This design comes from an exercise in tuning for small area, a short achievable clock period and few clock cycles on the open sky130 flow, not from production work. Function was checked by simulation only, so behaviour that the tests miss may differ from the original.

[flow/config.mk]
export PLATFORM = sky130hd
export DESIGN_NAME = acd_axu
export DESIGN_NICKNAME = acd_axu
export VERILOG_FILES = /design/flow/design.v
export SDC_FILE = /design/flow/constraint.sdc
export NUM_CORES = 8
export LEC_CHECK = 0
export CAP_MARGIN = 20
export CORE_MARGIN = 2
export CORE_UTILIZATION = 35
export SETUP_SLACK_MARGIN = 0.3
export SLEW_MARGIN = 20
[flow/constraint.sdc]
create_clock -name core_clock -period 16.0 [get_ports {clk}]
set_input_delay 3.2000 -clock core_clock [delete_from_list [all_inputs] [get_ports {clk}]]
set_output_delay 3.2000 -clock core_clock [all_outputs]
set_load 0.01 [all_outputs]
[flow/design.v]
module acd_axu (
    input  wire        clk,
    input  wire        rst,           
    input  wire        in_valid,
    output wire        in_ready,
    input  wire [31:0] in_insn,       
    input  wire [31:0] in_a,          
    input  wire [31:0] in_b,          
    output reg         out_valid,
    output reg         out_wr,        
    output reg         out_illegal,   
    output reg  [7:0]  out_flags,     
    output reg  [31:0] out_data       
);
    localparam [5:0] OP_MD  = 6'h0B;
    localparam [5:0] OP_ACC = 6'h18;
    localparam F_AOV   = 0;
    localparam F_DZ    = 1;
    localparam F_SAT   = 2;
    localparam F_SQNEG = 7;
    localparam [95:0] AC_MAX = {1'b0, {95{1'b1}}};
    localparam [95:0] AC_MIN = {1'b1, {95{1'b0}}};
    localparam [1:0] S_IDLE = 2'd0;
    localparam [1:0] S_EXEC = 2'd1;
    localparam [1:0] S_DIV  = 2'd2;
    localparam [1:0] S_SQRT = 2'd3;
    reg [1:0]  state;
    reg [31:0] insn;
    reg [31:0] a;
    reg [31:0] b;
    reg [95:0] acc [0:3];
    assign in_ready = (state == S_IDLE);
    wire [5:0] op   = insn[31:26];
    wire [9:0] fn   = insn[9:0];
    wire [1:0] ac_i = insn[21:20];
    wire [1:0] as_i = insn[19:18];
    wire       f_as = |insn[19:18];
    wire       f_ra = |insn[17:14];
    wire       f_rb = |insn[13:10];
    wire is_md  = (op == OP_MD);
    wire is_acc = (op == OP_ACC);
    wire md_mul   = is_md && fn == 10'h000;
    wire md_mulh  = is_md && fn == 10'h001;
    wire md_mulhu = is_md && fn == 10'h002;
    wire md_divu  = is_md && fn == 10'h003;
    wire md_remu  = is_md && fn == 10'h004;
    wire md_isqrt = is_md && fn == 10'h005;
    wire ac_mac   = is_acc && fn == 10'h000;
    wire ac_msu   = is_acc && fn == 10'h001;
    wire ac_mpy   = is_acc && fn == 10'h002;
    wire ac_clr   = is_acc && fn == 10'h003;
    wire ac_add   = is_acc && fn == 10'h004;
    wire ac_sub   = is_acc && fn == 10'h005;
    wire ac_mov   = is_acc && fn == 10'h006;
    wire ac_sum   = is_acc && fn == 10'h007;
    wire ac_neg   = is_acc && fn == 10'h008;
    wire ac_abs   = is_acc && fn == 10'h009;
    wire ac_sqrt  = is_acc && fn == 10'h00A;
    wire ac_sat   = is_acc && fn == 10'h00B;
    wire ac_rd    = is_acc && (fn == 10'h010 || fn == 10'h011 || fn == 10'h012);
    wire ac_wr    = is_acc && (fn == 10'h014 || fn == 10'h015 || fn == 10'h016);
    wire ac_shr   = is_acc && fn >= 10'h080 && fn <= 10'h0DF;
    wire ac_shl   = is_acc && fn >= 10'h100 && fn <= 10'h15F;
    wire uses_as = ac_mov || ac_sum;
    wire uses_ra = ac_mac || ac_msu || ac_mpy || ac_add || ac_sub ||
                   ac_sqrt || ac_sat || ac_rd || ac_wr;
    wire uses_rb = ac_mac || ac_msu || ac_mpy;
    wire md_known  = md_mul || md_mulh || md_mulhu || md_divu || md_remu || md_isqrt;
    wire acc_known = ac_mac || ac_msu || ac_mpy || ac_clr || ac_add || ac_sub ||
                     ac_mov || ac_sum || ac_neg || ac_abs || ac_sqrt || ac_sat ||
                     ac_rd || ac_wr || ac_shr || ac_shl;
    wire illegal = !(md_known || acc_known) ||
                   (md_isqrt && f_rb) ||
                   (is_acc && ((f_as && !uses_as) || (f_ra && !uses_ra) ||
                               (f_rb && !uses_rb)));
    wire [95:0] acv = acc[ac_i];
    wire [95:0] asv = acc[as_i];
    wire        mul_uns = md_mulhu;
    wire [32:0] ma = {mul_uns ? 1'b0 : a[31], a};
    wire [32:0] mb = {mul_uns ? 1'b0 : b[31], b};
    wire signed [65:0] prod = $signed(ma) * $signed(mb);
    wire [95:0] prod96 = {{32{prod[63]}}, prod[63:0]};
    wire [95:0] a96    = {{64{a[31]}}, a};
    reg  [95:0] add_x;
    reg  [95:0] add_y;
    reg         add_neg;
    always @(*) begin
        add_x   = acv;
        add_y   = prod96;
        add_neg = 1'b0;
        if (ac_msu) add_neg = 1'b1;
        if (ac_add) add_y = a96;
        if (ac_sub) begin add_y = a96; add_neg = 1'b1; end
        if (ac_sum) add_y = asv;
    end
    wire [96:0] add_full = add_neg ? ({add_x[95], add_x} - {add_y[95], add_y})
                                   : ({add_x[95], add_x} + {add_y[95], add_y});
    wire        add_ovf  = add_full[96] != add_full[95];
    wire [95:0] add_res  = add_ovf ? (add_full[96] ? AC_MIN : AC_MAX) : add_full[95:0];
    wire        ac_is_min = (acv == AC_MIN);
    wire [95:0] neg_res   = ac_is_min ? AC_MAX : (~acv + 96'd1);
    wire [95:0] abs_res   = acv[95] ? neg_res : acv;
    wire [6:0]   sh_n     = fn[6:0];
    wire [95:0]  shr_res  = $signed(acv) >>> sh_n;
    wire [191:0] shl_wide = {{96{acv[95]}}, acv} << sh_n;
    wire         shl_ovf  = !((&shl_wide[191:95]) || !(|shl_wide[191:95]));
    wire [95:0]  shl_res  = shl_ovf ? (acv[95] ? AC_MIN : AC_MAX) : shl_wide[95:0];
    wire        sat_hi  = !acv[95] && (|acv[94:31]);
    wire        sat_lo  = acv[95] && !(&acv[94:31]);
    wire [31:0] sat_res = sat_hi ? 32'h7FFF_FFFF : sat_lo ? 32'h8000_0000 : acv[31:0];
    wire [1:0]  w_i    = fn[1:0];
    wire [31:0] rd_res = (w_i == 2'd0) ? acv[31:0] : (w_i == 2'd1) ? acv[63:32] : acv[95:64];
    reg  [95:0] wr_res;
    always @(*) begin
        wr_res = acv;
        case (w_i)
            2'd0:    wr_res[31:0]  = a;
            2'd1:    wr_res[63:32] = a;
            default: wr_res[95:64] = a;
        endcase
    end
    reg  [31:0] dv_q;      
    reg  [31:0] dv_r;      
    reg  [5:0]  cnt;
    wire [32:0] dv_sh  = {dv_r[31:0], dv_q[31]};
    wire [33:0] dv_try = {1'b0, dv_sh} - {2'b00, b};
    wire        dv_ge  = !dv_try[33];
    wire [32:0] dv_rn  = dv_ge ? dv_try[32:0] : dv_sh;
    reg  [63:0] sq_x;
    reg  [33:0] sq_r;
    reg  [31:0] sq_q;
    wire [35:0] sq_sh  = {sq_r, sq_x[63:62]};
    wire [35:0] sq_t   = {2'b00, sq_q, 2'b01};
    wire [36:0] sq_try = {1'b0, sq_sh} - {1'b0, sq_t};
    wire        sq_ge  = !sq_try[36];
    integer k;
    always @(posedge clk) begin
        if (rst) begin
            state       <= S_IDLE;
            out_valid   <= 1'b0;
            out_wr      <= 1'b0;
            out_illegal <= 1'b0;
            out_flags   <= 8'd0;
            out_data    <= 32'd0;
            for (k = 0; k < 4; k = k + 1)
                acc[k] <= 96'd0;
        end else begin
            out_valid <= 1'b0;
            case (state)
                S_IDLE: begin
                    if (in_valid) begin
                        insn  <= in_insn;
                        a     <= in_a;
                        b     <= in_b;
                        state <= S_EXEC;
                    end
                end
                S_EXEC: begin
                    out_valid   <= 1'b1;
                    out_wr      <= 1'b0;
                    out_illegal <= 1'b0;
                    out_flags   <= 8'd0;
                    out_data    <= 32'd0;
                    state       <= S_IDLE;
                    if (illegal) begin
                        out_illegal <= 1'b1;
                    end else if (is_md) begin
                        if (md_divu || md_remu) begin
                            out_valid <= 1'b0;
                            dv_q      <= a;
                            dv_r      <= 32'd0;
                            cnt       <= 6'd0;
                            state     <= S_DIV;
                        end else if (md_isqrt) begin
                            out_valid <= 1'b0;
                            sq_x      <= {32'd0, a};
                            sq_r      <= 34'd0;
                            sq_q      <= 32'd0;
                            cnt       <= 6'd0;
                            state     <= S_SQRT;
                        end else begin
                            out_wr   <= 1'b1;
                            out_data <= md_mul ? prod[31:0] : prod[63:32];
                        end
                    end else begin
                        if (ac_mac || ac_msu || ac_add || ac_sub || ac_sum) begin
                            acc[ac_i] <= add_res;
                            out_flags[F_AOV] <= add_ovf;
                        end
                        if (ac_mpy) acc[ac_i] <= prod96;
                        if (ac_clr) acc[ac_i] <= 96'd0;
                        if (ac_mov) acc[ac_i] <= asv;
                        if (ac_neg) begin
                            acc[ac_i] <= neg_res;
                            out_flags[F_AOV] <= ac_is_min;
                        end
                        if (ac_abs) begin
                            acc[ac_i] <= abs_res;
                            out_flags[F_AOV] <= ac_is_min;
                        end
                        if (ac_shr) acc[ac_i] <= shr_res;
                        if (ac_shl) begin
                            acc[ac_i] <= shl_res;
                            out_flags[F_AOV] <= shl_ovf;
                        end
                        if (ac_wr) acc[ac_i] <= wr_res;
                        if (ac_sat) begin
                            out_wr   <= 1'b1;
                            out_data <= sat_res;
                            out_flags[F_SAT] <= sat_hi || sat_lo;
                        end
                        if (ac_rd) begin
                            out_wr   <= 1'b1;
                            out_data <= rd_res;
                        end
                        if (ac_sqrt) begin
                            out_wr <= 1'b1;
                            if (acv[95]) begin
                                out_data <= 32'd0;
                                out_flags[F_SQNEG] <= 1'b1;
                            end else if (|acv[94:64]) begin
                                out_data <= 32'hFFFF_FFFF;
                                out_flags[F_AOV] <= 1'b1;
                            end else begin
                                out_valid <= 1'b0;
                                sq_x      <= acv[63:0];
                                sq_r      <= 34'd0;
                                sq_q      <= 32'd0;
                                cnt       <= 6'd0;
                                state     <= S_SQRT;
                            end
                        end
                    end
                end
                S_DIV: begin
                    dv_r <= dv_rn[31:0];
                    dv_q <= {dv_q[30:0], dv_ge};
                    cnt  <= cnt + 6'd1;
                    if (cnt == 6'd31) begin
                        out_valid   <= 1'b1;
                        out_wr      <= 1'b1;
                        out_illegal <= 1'b0;
                        out_flags   <= 8'd0;
                        out_flags[F_DZ] <= (b == 32'd0);
                        out_data    <= md_divu ? {dv_q[30:0], dv_ge} : dv_rn[31:0];
                        state       <= S_IDLE;
                    end
                end
                S_SQRT: begin
                    sq_x <= {sq_x[61:0], 2'b00};
                    sq_r <= sq_ge ? sq_try[33:0] : sq_sh[33:0];
                    sq_q <= {sq_q[30:0], sq_ge};
                    cnt  <= cnt + 6'd1;
                    if (cnt == 6'd31) begin
                        out_valid   <= 1'b1;
                        out_wr      <= 1'b1;
                        out_illegal <= 1'b0;
                        out_flags   <= 8'd0;
                        out_data    <= {sq_q[30:0], sq_ge};
                        state       <= S_IDLE;
                    end
                end
            endcase
        end
    end
endmodule
[flow/run.sh]
#!/bin/bash
# synth_recipe.tcl (not shown) runs the flow's synth.tcl, then flattens the netlist and writes it again
# the make line also repeats each setting of config.mk as NAME=value (left out here)
make -C /OpenROAD-flow-scripts/flow DESIGN_CONFIG=/design/flow/config.mk WORK_HOME=/design/flow/orfs CLKGATE_MAP_FILE= SYNTH_SCRIPT=/design/flow/synth_recipe.tcl finish
==> run notes <==
==> final cells by class <==
| class | count | area share |
|---|---|---|
| repair buffers | 1507 | 0.0916 |
| flip-flops and latches | 721 | 0.158 |
| diodes | 137 | 0.00255 |
| clock inverters | 60 | 0.00529 |
| inverters | 1399 | 0.0393 |
| well taps | 4366 | 0.0407 |
| clock buffers | 122 | 0.0200 |
| multi-input cells | 10851 | 0.643 |
==> repair_timing <==
item                       CTS  global route
resized for setup           24           150
pin swaps                    1            63
gates cloned                 0             3
buffers inserted             9            45
setup endpoints to repair  369           381
==> routing by layer <==
metal,up-vias,track usage,routed length (um)
met3,2771,0.189,107000
li1,50100,-,-
met1,63318,0.555,291000
met2,10311,0.595,295000
met5,-,0.00751,871
met4,62,0.293,64200
==> per-stage QoR <==
stage / std cells / setup slack (ns)
after floorplan: 14100 / 0.977
after global placement: 18780 / -0.315
after detailed placement: 18783 / -0.364
after CTS: 18974 / 0.297
after global routing: 19044 / 0.283
final: 19163 / 0.728
==> cells in the final DEF (no fill, tap or decap), types with 43 or more instances in the layout <==
master / count
a22o_1: 62
o22ai_1: 151
xnor2_1: 219
o211ai_1: 113
clkdlybuf4s50_1: 133
buf_4: 1309
a21oi_1: 858
ha_1: 370
o21ai_0: 765
a221oi_1: 67
or3_1: 79
clkbuf_16: 106
a31oi_1: 178
and2_1: 416
nand3_1: 205
a21o_1: 147
nand2_1: 1920
o21bai_1: 44
o21ai_1: 43
a22oi_1: 73
diode_2: 137
and3_1: 74
xor2_1: 126
or2_2: 50
mux2_2: 129
nor2_1: 1347
mux2i_1: 437
nor4_1: 83
inv_1: 1379
o21a_1: 67
fa_1: 1125
edfxtp_1: 676
o221ai_1: 72
nand2b_1: 54
nor3_1: 236
mux4_2: 250
nand4_1: 105
a211oi_1: 132
==> cell families (layout without fill, tap and decap cells) <==
logic type	Yosys count	in the layout	share of synthesized area
and+or+nand+nor	4840	4840	0.187
AOI/OAI and AO/OA	3330	3330	0.185
buffers and inverters	2528	3088	0.0844
adders and majority gates	1503	1503	0.235
muxes	824	824	0.0996
DFF	721	721	0.183
xor gates and xnor gates	350	350	0.0264
other	1	141	0.0000323
==> worst paths after layout <==
kind / start / end / slack (ns) / depth (start not counted)
hold reg to reg: out_flags[2]$_SDFFE_PP0P_ / out_flags[2]$_SDFFE_PP0P_ / 0.45 / 2
setup / recovery: insn[6]$_DFFE_PP_ / acc[2][92]$_SDFFCE_PN0P_ / 0.73 / 69
hold / removal: out_flags[2]$_SDFFE_PP0P_ / out_flags[2]$_SDFFE_PP0P_ / 0.45 / 2
setup reg to reg: insn[6]$_DFFE_PP_ / acc[2][92]$_SDFFCE_PN0P_ / 0.73 / 69
==> critical path: cells and delay by family, from the launching register on <==
kind	cells	cell delay [ns]
muxes	1	0.21
AOI/OAI and AO/OA	19	3.79
buffers and inverters	20	2.75
DFF	1	0.40
and+or+nand+nor	19	3.04
adders and majority gates	10	4.74
==> flip-flops by register name (all words and copies together) (netlist names), named ones only <==
signal	count
dv_q	32
dv_r	32
a	32
out_valid	1
out_flags	4
sq_r	34
sq_q	32
out_wr	1
out_illegal	1
cnt	6
out_data	32
acc	384
sq_x	64
insn	28
b	32
state	2
==> results.cfg <==
[setup_path]
cpMaxStageDelayCell = fa_1
critPathCaptureType = flop
path_class = reg2reg
worst_path_largest_cell_delay_ns = 0.58
arrival_ns = 15.87
required_ns = 16.60
cp_common_cell = fa_1
crit_path_start_kind = flop
worstPathMaxFanout = 6

[yosys]
yosys_warnings = 1
synthTopCellsByArea = fa_1 19%, edfxtp_1 18%, nand2_1 6.3%, mux4_2 4.9%, inv_1 4.5%
synthesis.area_sq_um = 116000
synth_area_per_cell_sq_um = 8.23
synth.most_common_cell = nand2_1
yosys.cell_types.count = 114
synth_cells = 14097
synth_ff_type = edfxtp_1
synth_edf_count = 676
yosys.area.top_type = fa_1
synthTopCellsByCount = 1,937 x nand2_1, 1,390 x inv_1, 1,379 x nor2_1, 1,127 x fa_1, 906 x clkbuf_1
yosysSeqAreaShare = 0.183
ys_async_sr_fraction = 0
synth_top_area_frac = 0.195
synth-seq-cells = 721

[placed_design]
portBuffers = 134
hpwl_mm = 589
gp_congestion = 1.14
placed_cell_area_sq_um = 129000

[finish]
seqCellArea_sq_um = 21200
layout.nets = 16182
multi_input_area_sq_um = 86300
nFillCells = 33893
fin_area_sq_um = 134000
areaGrowthSynthToFinish_pct = 15.8
drive_above_1_share = 0.154
finish.utilization = 0.407

[floorplanning]
top_level_ports = 143
core-area_sq_um = 330000
die_x_um = 580
die-height_um = 580
start_util = 0.351
dieArea_sq_um = 336000
std_cell_rows = 211

[routing]
drt_iter0_markers = 20493
routed_wl_mm = 758
dr.pass1.iters = 11
viasPerCell = 6.60
drc_errors = 0
ant_nets = 0
vias = 126562
wl_per_cell_um = 39.6

[grt]
grt_max_degree = 102
grt_use_total = 0.437
grt_remaining_overflow = 0
first_global_vias = 117930
grt_antenna_before_repair = 164
grt_pass1_wl_mm = 1020

[timing]
hold_violations = 0
fmax_mhz = 65.5
setup_viol_count_final = 0
fin_setup_tns_ns = 0
worst_slew_pin_slew_ns = 1.43
fin_skew_ns = 0.184
holdWs_ns = 0.451
min_period_ns = 15.27
fin_crit_sh = 0.955
rsz0062_at_grt = no
finalMaxSlewViolations = 0
relSlewSlack = 0.0474

[run]
cap_violations = 0

[clock_network]
cts.sinks = 721
clkTransAtPathRegs_ns = 0.06
cts_root_buf = clkbuf_16
clkLatencyLatePin_ns = 0.97
h-tree-depth = 3
ctsHoldBuffers = 0
cts_buffers = 100
cts.path.max_buffers = 4
cts_tree = built

[run_status]
status = finished clean

[worst_hold_path]
hp-class = reg2reg
Testbench counts, summed over its fixed seeds: cycles 66,344.

-- port drivers added, routing unchanged --
In the flow no input, the clock included, has a driving cell. The finished layout below was timed again as built, in two steps. Step 1: set_driving_cell puts a clkbuf_16 on clk and a buf_2 on each other input, an assumption about the parent block. Step 2 times the ports against the registers' clock, not the clock port: input delays grow and output delays shrink by t, the midpoint of the rising clock arrivals with the driver on. a / b / c = ideal / step 1 / step 2; a / b = the first two.
shift t [ns]: 0.996
slack for setup (ns): 0.728 / 0.728 / 0.728
latest minus earliest clock arrival (ns): 0.184 / 0.185
slew at the worst register clock pin (ns): 0.08 / 0.08
pins driven straight from the clock port: 1
After both steps this run still meets setup and hold. For this run, drivers alone change the setup slack by 0.000 ns; drivers and shift together by 0.000 ns.
